Background: an optimization exercise with open tools, aiming at small area, a short achievable clock period and few clock cycles per item. Do not read the settings as production practice. The RTL was checked by simulation tests, not by an equivalence proof against the original design.

Design crc_unit, start of the top module:
module crc_unit (
    input  wire        clk,
    input  wire        rst,              
    input  wire [6:0]  cfg_width,        
    input  wire [63:0] cfg_poly,         
    input  wire [63:0] cfg_init,
    input  wire [63:0] cfg_xorout,
    input  wire [5:0]  cfg_opts,         
    input  wire [63:0] cfg_prefix,       
    input  wire [3:0]  cfg_prefix_len,   
    input  wire [11:0] cfg_alive_off,
    input  wire        in_valid,
    output wire        in_ready,
    input  wire        in_sof,
    input  wire        in_eof,
    input  wire [3:0]  in_count,         
    input  wire [63:0] in_data,          
    input  wire        discard,
    input  wire        rebase,
    output reg         res_valid,
    output reg  [63:0] res_value,
    output reg  [2:0]  res_verdict,      
    output reg  [31:0] messages,
    output reg  [31:0] rejections
);
==> flow/config.mk <==
export PLATFORM = sky130hd
export DESIGN_NAME = crc_unit
export DESIGN_NICKNAME = crc_unit
export VERILOG_FILES = /design/flow/design.v
export SDC_FILE = /design/flow/constraint.sdc
export NUM_CORES = 8
export LEC_CHECK = 0
export CAP_MARGIN = 20
export CORE_MARGIN = 2
export CORE_UTILIZATION = 30
export SETUP_SLACK_MARGIN = 1.5
export SLEW_MARGIN = 20
export SYNTH_HIERARCHICAL = 1
export BUFFER_PORTS_ARGS = -buffer_cell sky130_fd_sc_hd__buf_2
==> flow/constraint.sdc <==
create_clock -name core_clock -period 45.0 [get_ports {clk}]
set_input_delay 9.0000 -clock core_clock [delete_from_list [all_inputs] [get_ports {clk}]]
set_output_delay 9.0000 -clock core_clock [all_outputs]
set_load 0.01 [all_outputs]
standard.sh (not shown) runs the stock make flow with config.mk's settings and CLKGATE_MAP_FILE= SYNTH_SCRIPT=/design/flow/synth_recipe.tcl, a recipe that flattens the netlist after the stock synthesis.
==> flow/flow/run.sh <==
#!/bin/bash
# The standard layout (standard.sh: the standard synthesis and ORFS
# steps, unchanged), with two changes to how the layout is made:
#  - the port buffers that global placement puts on every input and output
#    are sky130_fd_sc_hd__buf_2 instead of the default delay cell;
#  - the timing repair steps (floorplan, CTS, global route) aim for more
#    setup slack than the default margin, so that they size up the gates on
#    the slowest paths.  The clock period and constraints are the standard flow's.
# The whole make output goes to standard.log; ORFS keeps each step's log
# under orfs/logs.
set -euo pipefail
echo "export BUFFER_PORTS_ARGS = -buffer_cell sky130_fd_sc_hd__buf_2" >> config.mk
bash standard.sh SETUP_SLACK_MARGIN=35.2 finish > standard.log 2>&1
The starting point passed the timing, DRC and antenna checks.
Testbench counts at the start, summed over its fixed seeds: cycles 12,804, octets 87,825.
==> next run, changes <==
--- a/flow/flow/run.sh
+++ b/flow/flow/run.sh
@@ -13 +13 @@
-bash standard.sh SETUP_SLACK_MARGIN=35.2 finish > standard.log 2>&1
+bash standard.sh SETUP_SLACK_MARGIN=34.8 finish > standard.log 2>&1
Outcome: Count of clock-buffer cells in the layout rose by 4. Utilization is lower by 0.26 points. Worst setup slack got worse by 17 ps. Global-route usage grows by 0.33 points. Synthesized area stays the same. Non-clock buffer count is lower by 15. Die area is unchanged. Via count stays flat. Final cell count stays flat.

========
## rev 12
crc_unit, a different RTL version from the one above (not shown whole).
Size in the first run: ~12,000 cells after synthesis, ~490 I/O pins, about 92,000 um2 of cells after synthesis.
Settings: LEC_CHECK=0, CAP_MARGIN=20, CORE_MARGIN=2, CORE_UTILIZATION=50, SETUP_SLACK_MARGIN=1.5, SLEW_MARGIN=20, SYNTH_HIERARCHICAL=1, BUFFER_PORTS_ARGS=-buffer_cell sky130_fd_sc_hd__buf_1; clock period 45.0 ns.
==> flow/flow/run.sh <==
#!/bin/bash
# The standard layout (standard.sh: the standard synthesis and ORFS
# steps, unchanged), with two changes to how the layout is made:
#  - the port buffers that global placement puts on every input and output
#    are sky130_fd_sc_hd__buf_1 (the timing repair sizes up those on
#    slow paths) instead of the default delay cell;
#  - the timing repair steps (floorplan, CTS, global route) aim for more
#    setup slack than the default margin, so that they size up the gates on
#    the slowest paths.  The clock period and constraints are the standard flow's.
# The whole make output goes to standard.log; ORFS keeps each step's log
# under orfs/logs.
set -euo pipefail
echo "export BUFFER_PORTS_ARGS = -buffer_cell sky130_fd_sc_hd__buf_1" >> config.mk
bash standard.sh SETUP_SLACK_MARGIN=35.2 finish > standard.log 2>&1
Rev 12: it failed during global routing (5_1_grt), and the tool reported GRT-0232.
Testbench counts of rev 12, summed over its fixed seeds: cycles 12,820, octets 87,825.
For rev 13, these inputs were changed with respect to rev 12:
- putting CTS_CLUSTER_DIAMETER at 100 where nothing was set
- putting CTS_CLUSTER_SIZE at 20 where nothing was set
### Flow results
Rev 13: no failed stages, no open violations at the end
On horizontal extent of the die, rev 13 and rev 12 are basically level.
Summary of rev 13 over rev 12: total nets after synthesis closely matched the old numbers, post-cts repair resize count now larger, post-CTS repair timing setup buffer count climbed about 9%.
Re number of buffers created by CTS: rev 13 is about 40% down on rev 12.

========
== pine ==
Starting RTL as in the previous note.
// crc_unit
module crc_unit (
    input  wire        clk,
    input  wire        rst,              
    input  wire [6:0]  cfg_width,        
    input  wire [63:0] cfg_poly,         
    input  wire [63:0] cfg_init,
    input  wire [63:0] cfg_xorout,
    input  wire [5:0]  cfg_opts,         
    input  wire [63:0] cfg_prefix,       
    input  wire [3:0]  cfg_prefix_len,   
    input  wire [11:0] cfg_alive_off,
    input  wire        in_valid,
    output wire        in_ready,
    input  wire        in_sof,
    input  wire        in_eof,
    input  wire [3:0]  in_count,         
    input  wire [63:0] in_data,          
    input  wire        discard,
    input  wire        rebase,
    output reg         res_valid,
    output reg  [63:0] res_value,
    output reg  [2:0]  res_verdict,      
    output reg  [31:0] messages,
    output reg  [31:0] rejections
);
export LEC_CHECK = 0
export CAP_MARGIN = 20
export CORE_MARGIN = 2
export CORE_UTILIZATION = 30
export CTS_CLUSTER_DIAMETER = 100
export CTS_CLUSTER_SIZE = 20
export SETUP_SLACK_MARGIN = 1.5
export SLEW_MARGIN = 20
export SYNTH_HIERARCHICAL = 1
export BUFFER_PORTS_ARGS = -buffer_cell sky130_fd_sc_hd__buf_2
create_clock -name core_clock -period 45.0 [get_ports {clk}]
==> flow/flow/run.sh <==
#!/bin/bash
# The standard layout (standard.sh: the standard synthesis and ORFS
# steps, unchanged), with two changes to how the layout is made:
#  - the port buffers that global placement puts on every input and output
#    are sky130_fd_sc_hd__buf_2 instead of the default delay cell;
#  - the timing repair steps (floorplan, CTS, global route) aim for more
#    setup slack than the default margin, so that they size up the gates on
#    the slowest paths.  The clock period and constraints are the standard flow's.
# The whole make output goes to standard.log; ORFS keeps each step's log
# under orfs/logs.
set -euo pipefail
echo "export BUFFER_PORTS_ARGS = -buffer_cell sky130_fd_sc_hd__buf_2" >> config.mk
bash standard.sh SETUP_SLACK_MARGIN=35.0 finish > standard.log 2>&1
Testbench counts of pine, summed over its fixed seeds: cycles 12,820, octets 87,825.
Modified inputs, birch compared to pine
--- a/flow/flow/run.sh
+++ b/flow/flow/run.sh
@@ -12,2 +12,2 @@
 echo "export BUFFER_PORTS_ARGS = -buffer_cell sky130_fd_sc_hd__buf_2" >> config.mk
-bash standard.sh SETUP_SLACK_MARGIN=35.0 finish > standard.log 2>&1
+bash standard.sh SETUP_SLACK_MARGIN=35.2 finish > standard.log 2>&1
--- outcome ---
Row non-clock buffer share of cell area: birch higher / pine lower. birch vs pine: iteration count of the initial detailed-routing pass down in birch. pine and birch ended up with nearly the same design area. Number of ordinary and repair buffers in the finished layout, pine and birch: higher on birch. Going from pine to birch, the time the final worst path needs with I/O delays and setup was found to have gone down by 0.036 ns. In terms of global-route usage over all layers, birch and pine differ only marginally. Clock network area share: pine vs birch — no meaningful difference.

========
crc_unit again, from the RTL that the note above started with.
Design crc_unit, start of the top module:
module crc_unit (
    input  wire        clk,
    input  wire        rst,              
    input  wire [6:0]  cfg_width,        
    input  wire [63:0] cfg_poly,         
    input  wire [63:0] cfg_init,
    input  wire [63:0] cfg_xorout,
    input  wire [5:0]  cfg_opts,         
    input  wire [63:0] cfg_prefix,       
    input  wire [3:0]  cfg_prefix_len,   
    input  wire [11:0] cfg_alive_off,
    input  wire        in_valid,
    output wire        in_ready,
    input  wire        in_sof,
    input  wire        in_eof,
    input  wire [3:0]  in_count,         
    input  wire [63:0] in_data,          
    input  wire        discard,
    input  wire        rebase,
    output reg         res_valid,
    output reg  [63:0] res_value,
    output reg  [2:0]  res_verdict,      
    output reg  [31:0] messages,
    output reg  [31:0] rejections
);
export LEC_CHECK = 0
export CAP_MARGIN = 20
export CORE_MARGIN = 2
export CORE_UTILIZATION = 30
export CTS_CLUSTER_DIAMETER = 100
export CTS_CLUSTER_SIZE = 20
export SETUP_SLACK_MARGIN = 1.5
export SLEW_MARGIN = 20
export SYNTH_HIERARCHICAL = 1
export BUFFER_PORTS_ARGS = -buffer_cell sky130_fd_sc_hd__buf_1
create_clock -name core_clock -period 45.0 [get_ports {clk}]
==> flow/flow/run.sh <==
#!/bin/bash
# The standard layout (standard.sh: the standard synthesis and ORFS
# steps, unchanged), with two changes to how the layout is made:
#  - the port buffers that global placement puts on every input and output
#    are sky130_fd_sc_hd__buf_1 (the timing repair sizes up those on
#    slow paths) instead of the default delay cell;
#  - the timing repair steps (floorplan, CTS, global route) aim for more
#    setup slack than the default margin, so that they size up the gates on
#    the slowest paths.  The clock period and constraints are the standard flow's.
# The whole make output goes to standard.log; ORFS keeps each step's log
# under orfs/logs.
set -euo pipefail
echo "export BUFFER_PORTS_ARGS = -buffer_cell sky130_fd_sc_hd__buf_1" >> config.mk
bash standard.sh SETUP_SLACK_MARGIN=35.2 finish > standard.log 2>&1
The starting point finished with timing, DRC and antenna clean.
Testbench counts at the start, summed over its fixed seeds: cycles 12,820, octets 87,825.
Edit:
==> flow/flow/run.sh (replaced) <==
#!/bin/bash
# The standard layout (standard.sh: the standard synthesis and ORFS
# steps, unchanged), with two changes to how the layout is made:
#  - the port buffers that global placement puts on every input and output
#    are sky130_fd_sc_hd__buf_2 instead of the default delay cell;
#  - the timing repair steps (floorplan, CTS, global route) aim for more
#    setup slack than the default margin, so that they size up the gates on
#    the slowest paths.  The clock period and constraints are the standard flow's.
# The whole make output goes to standard.log; ORFS keeps each step's log
# under orfs/logs.
set -euo pipefail
echo "export BUFFER_PORTS_ARGS = -buffer_cell sky130_fd_sc_hd__buf_2" >> config.mk
bash standard.sh SETUP_SLACK_MARGIN=34.8 finish > standard.log 2>&1
--- a/flow/config.mk
+++ b/flow/config.mk
@@ -9,8 +9,6 @@
 export CORE_MARGIN = 2
 export CORE_UTILIZATION = 30
-export CTS_CLUSTER_DIAMETER = 100
-export CTS_CLUSTER_SIZE = 20
 export SETUP_SLACK_MARGIN = 1.5
 export SLEW_MARGIN = 20
 export SYNTH_HIERARCHICAL = 1
-export BUFFER_PORTS_ARGS = -buffer_cell sky130_fd_sc_hd__buf_1
+export BUFFER_PORTS_ARGS = -buffer_cell sky130_fd_sc_hd__buf_2
What happened: Design area is higher by 0.55%. Synthesized cell count stays the same. Cell count increases by 0.32%. Hold slack degrades by 0.0063 ns. Maximum frequency is about the same. Sequential share of layout area hardly moves. Utilization grows by 0.19 points. Wire length goes down by 0.53%. Worst setup slack loses 0.020 ns.
Edit:
--- a/flow/flow/run.sh
+++ b/flow/flow/run.sh
@@ -11,3 +11,3 @@
 set -euo pipefail
 echo "export BUFFER_PORTS_ARGS = -buffer_cell sky130_fd_sc_hd__buf_2" >> config.mk
-bash standard.sh SETUP_SLACK_MARGIN=34.8 finish > standard.log 2>&1
+bash standard.sh SETUP_SLACK_MARGIN=35.2 finish > standard.log 2>&1
The changed run completed without violations.
Count of clock-buffer cells in the layout went up by 4.
Via count increases slightly.
Routed wire length is higher slightly.
Edit:
--- a/flow/config.mk
+++ b/flow/config.mk
@@ -8,5 +8,7 @@
 export CAP_MARGIN = 20
 export CORE_MARGIN = 2
-export CORE_UTILIZATION = 30
+export CORE_UTILIZATION = 40
+export CTS_CLUSTER_DIAMETER = 100
+export CTS_CLUSTER_SIZE = 20
 export SETUP_SLACK_MARGIN = 1.5
 export SLEW_MARGIN = 20
What happened: The changed run ran to the end with no violations. Cell area went down by a few percent. Fmax went up slightly. Area after synthesis stays the same. Clock-buffer cell count went down by 52. Core utilization went up by 10 points. Die area went down by a quarter to a third. Flip-flop and latch count does not change. Global-route usage went up by 8.4 points. Wire length went down by a few percent. Non-clock buffer count went down by 27.

-- static timing again, ports no longer ideal --
In the flow no input, the clock included, has a driving cell. The finished layouts below were timed again as built, in two steps.
Step 1: set_driving_cell puts a clkbuf_16 on clk and a buf_2 on each other input, an assumption about the parent block.
Step 2, shift: input delay + t, output delay - t, t = (earliest + latest rising clock arrival at the registers) / 2. This alone moves slack from input paths to output paths.
Slacks: no drivers / after step 1 / after step 2; pairs: no drivers / after step 1.
| run | t, ns | slack for setup (ns) | hold slack, ns | worst slew at a driven data input, ns |
|---|---|---|---|---|
| the first run of note 1 | 0.830 | 34.752 / 34.665 / 34.377 | 0.425 / 0.425 / 0.425 | 0.22 |
| the second run of note 1 | 0.817 | 34.736 / 34.655 / 34.039 | 0.457 / 0.457 / 0.457 | 0.19 |
| rev 13 | 0.803 | 34.761 / 34.666 / 34.378 | 0.413 / 0.413 / 0.413 | 0.18 |
| pine | 0.833 | 34.697 / 34.586 / 34.242 | 0.409 / 0.409 / 0.409 | 0.25 |
| birch | 0.833 | 34.733 / 34.627 / 34.287 | 0.436 / 0.436 / 0.436 | 0.23 |
| the first run of note 4 | 0.839 | 34.700 / 34.590 / 34.288 | 0.423 / 0.423 / 0.423 | 0.16 |
| the second run of note 4 | 0.827 | 34.679 / 34.629 / 34.147 | 0.416 / 0.416 / 0.416 | 0.21 |
| the third run of note 4 | 0.827 | 34.732 / 34.624 / 34.256 | 0.423 / 0.423 / 0.423 | 0.23 |
| the fourth run of note 4 | 0.788 | 34.769 / 34.675 / 34.321 | 0.422 / 0.422 / 0.422 | 0.25 |
After both steps every run listed still meets setup and hold. The setup slack of the second run of note 1, which loses most, moves by -0.081 ns with the drivers and by -0.697 ns with both steps.
